Background: an optimization exercise with open tools, aiming at small area and a short achievable clock period. Do not read the settings as production practice. In this exercise RTL edits were held to simulation tests only and were not proved equivalent to the original.

Design sx16_mc_ecc, start of the top module:
module sx16_mc_ecc (
    input  wire        clk,
    input  wire        rst,           
    input  wire        ctl_rst,       
    input  wire        acc_valid,
    input  wire [1:0]  acc_op,        
    input  wire [1:0]  acc_sc,        
    input  wire [39:0] acc_addr,      
    input  wire [79:0] acc_word,      
    input  wire [63:0] acc_wdata,     
    input  wire [7:0]  acc_wmask,     
    input  wire        reg_we,
    input  wire        reg_re,
    input  wire [3:0]  reg_addr,
    input  wire [31:0] reg_wdata,
    output reg         res_valid,
    output reg  [79:0] res_word,
    output reg  [1:0]  res_status,    
    output reg  [3:0]  res_pos,       
    output reg  [2:0]  res_dev,       
    output reg         res_poison_wr,
    output reg         ev_erase,
    output reg  [1:0]  ev_erase_cause,
    output reg  [1:0]  ev_erase_sc,
    output reg  [2:0]  ev_erase_dev,
    output reg  [31:0] reg_rdata
);
clock: 26.0 ns
lec_check: 0
cap_margin: 20
core_margin: 2
core_utilization: 40
place_density: 0.6
slew_margin: 20
standard.sh (not shown) runs the stock make flow with config.mk's settings and CLKGATE_MAP_FILE= SYNTH_SCRIPT=/design/flow/synth_recipe.tcl, a recipe that flattens the netlist after the stock synthesis.
==> flow/flow/run.sh <==
#!/bin/bash
# Layout flow: the standard flow (standard.sh, run in this folder), with the
# standard synthesis unchanged and three changes to how the layout is made:
#  - the port buffers that global placement inserts are sky130_fd_sc_hd__buf_1
#    (buffer_ports otherwise picks sky130_fd_sc_hd__clkdlybuf4s50_1);
#  - clock tree synthesis clusters up to 30 sinks within 80 um per clkbuf_16 leaf buffer
#    and inserts no dummy loads (same clock, same sinks, fewer buffers);
#  - repair_timing keeps working until the setup slack reaches 16.3 ns instead of
#    stopping at 0 (same clock, same constraints; it only sizes and buffers more).
# Each make run's full output goes to its own log in this folder; ORFS keeps its
# per-step logs under orfs/logs.
set -euo pipefail
bash standard.sh synth > synth.log 2>&1
export BUFFER_PORTS_ARGS="-buffer_cell sky130_fd_sc_hd__buf_1"
export CTS_ARGS="-sink_clustering_enable -repair_clock_nets -dont_use_dummy_load -buf_list sky130_fd_sc_hd__clkbuf_16 -sink_clustering_size 30 -sink_clustering_max_diameter 80"
export SETUP_SLACK_MARGIN=16.3
bash standard.sh > layout.log 2>&1
==> next run, changes <==
--- a/flow/flow/run.sh
+++ b/flow/flow/run.sh
@@ -6 +6 @@
-#  - clock tree synthesis clusters up to 30 sinks within 80 um per clkbuf_16 leaf buffer
+#  - clock tree synthesis clusters up to 25 sinks within 60 um per clkbuf_16 leaf buffer
@@ -8 +8 @@
-#  - repair_timing keeps working until the setup slack reaches 16.3 ns instead of
+#  - repair_timing keeps working until the setup slack reaches 16 ns instead of
@@ -15,2 +15,2 @@
-export CTS_ARGS="-sink_clustering_enable -repair_clock_nets -dont_use_dummy_load -buf_list sky130_fd_sc_hd__clkbuf_16 -sink_clustering_size 30 -sink_clustering_max_diameter 80"
-export SETUP_SLACK_MARGIN=16.3
+export CTS_ARGS="-sink_clustering_enable -repair_clock_nets -dont_use_dummy_load -buf_list sky130_fd_sc_hd__clkbuf_16 -sink_clustering_size 25 -sink_clustering_max_diameter 60"
+export SETUP_SLACK_MARGIN=16
Wire length decreases by 0.43%.
Core utilization falls by 0.40 points.
Sequential share of layout area goes up by 0.25 points.
Setup slack got worse by 0.31 ns.

green:
Starting RTL as in the previous note.
export LEC_CHECK = 0
export CAP_MARGIN = 20
export CORE_MARGIN = 2
export CORE_UTILIZATION = 40
export PLACE_DENSITY = 0.6
export SLEW_MARGIN = 20
create_clock -name core_clock -period 26.0 [get_ports {clk}]
==> flow/flow/run.sh <==
#!/bin/bash
# Layout flow: the standard flow (standard.sh, run in this folder), with the
# standard synthesis unchanged and three changes to how the layout is made:
#  - the port buffers that global placement inserts are sky130_fd_sc_hd__buf_1
#    (buffer_ports otherwise picks sky130_fd_sc_hd__clkdlybuf4s50_1);
#  - clock tree synthesis clusters up to 30 sinks within 80 um per clkbuf_16 leaf buffer
#    and inserts no dummy loads (same clock, same sinks, fewer buffers);
#  - repair_timing keeps working until the setup slack reaches 16 ns instead of
#    stopping at 0 (same clock, same constraints; it only sizes and buffers more).
# Each make run's full output goes to its own log in this folder; ORFS keeps its
# per-step logs under orfs/logs.
set -euo pipefail
bash standard.sh synth > synth.log 2>&1
export BUFFER_PORTS_ARGS="-buffer_cell sky130_fd_sc_hd__buf_1"
export CTS_ARGS="-sink_clustering_enable -repair_clock_nets -dont_use_dummy_load -buf_list sky130_fd_sc_hd__clkbuf_16 -sink_clustering_size 30 -sink_clustering_max_diameter 80"
export SETUP_SLACK_MARGIN=16
bash standard.sh > layout.log 2>&1
green ended with every stage complete and zero timing, DRC or antenna violations.
Inputs modified between green and blue:
==> flow/flow/run.sh <==
#!/bin/bash
# Layout flow: the standard flow (standard.sh, run in this folder), with the
# standard synthesis unchanged and two changes to how the layout is made:
#  - the port buffers that global placement inserts are sky130_fd_sc_hd__buf_1
#    (buffer_ports otherwise picks sky130_fd_sc_hd__clkdlybuf4s50_1);
#  - repair_timing keeps working until the setup slack reaches 16 ns instead of
#    stopping at 0 (same clock, same constraints; it only sizes and buffers more).
# Each make run's full output goes to its own log in this folder; ORFS keeps its
# per-step logs under orfs/logs.
set -euo pipefail
bash standard.sh synth > synth.log 2>&1
export BUFFER_PORTS_ARGS="-buffer_cell sky130_fd_sc_hd__buf_1"
export SETUP_SLACK_MARGIN=16
bash standard.sh > layout.log 2>&1
-- flow/config.mk --
<<< green, line 9
export CORE_MARGIN = 2
export CORE_UTILIZATION = 40
export PLACE_DENSITY = 0.6
export SLEW_MARGIN = 20
>>> blue, line 9
export CORE_MARGIN = 2
export CORE_UTILIZATION = 40
export CTS_BUF_LIST = sky130_fd_sc_hd__clkbuf_8
export PLACE_DENSITY = 0.6
export SLEW_MARGIN = 20
[summary]
green ended up with p_sc[0] as its origin of the worst setup path; blue ended up with p_s1[3]. Clock transition time at the flip-flop clock pins of the worst setup and hold paths: lower on blue. Against green, global-route wire length before repair in blue rose slightly. Looking at combined area of the multi-input logic cells across blue and green, the one that comes out higher is blue. Of blue and green, green shows the lower setup slack, with blue above it. Re largest driver fanout on the critical path: green was higher than blue. blue vs green: met2 global-route usage up. Relative to green, the aggregate routed wire length of blue is higher by 1.7%. Against green, number of global-route vias before repair in blue rose by a few percent.

separate check: timing with driven ports:
No port has a modelled driver above. Below, the same layouts with a new extraction and two added sets of constraints.
Step 1 assumes that a clkbuf_16 drives the clock port and a buf_2 every other input.
Step 2 times the ports against the registers' clock, not the clock port: input delays grow and output delays shrink by t, the midpoint of the rising clock arrivals with the driver on.
Three values: ideal, step 1, step 2; two values: the first two.
run	t, ns	setup WS [ns]	worst register clock-pin slew, ns	worst slew at a driven data input, ns
the first run of note 1	0.643	16.405 / 16.331 / 16.974	0.12 / 0.12	0.06
the second run of note 1	0.626	16.096 / 16.027 / 16.653	0.09 / 0.09	0.06
green	0.641	16.097 / 16.025 / 16.665	0.12 / 0.12	0.06
blue	0.738	16.132 / 16.066 / 16.803	0.08 / 0.08	0.06
After both steps setup and hold are still met in every run listed.
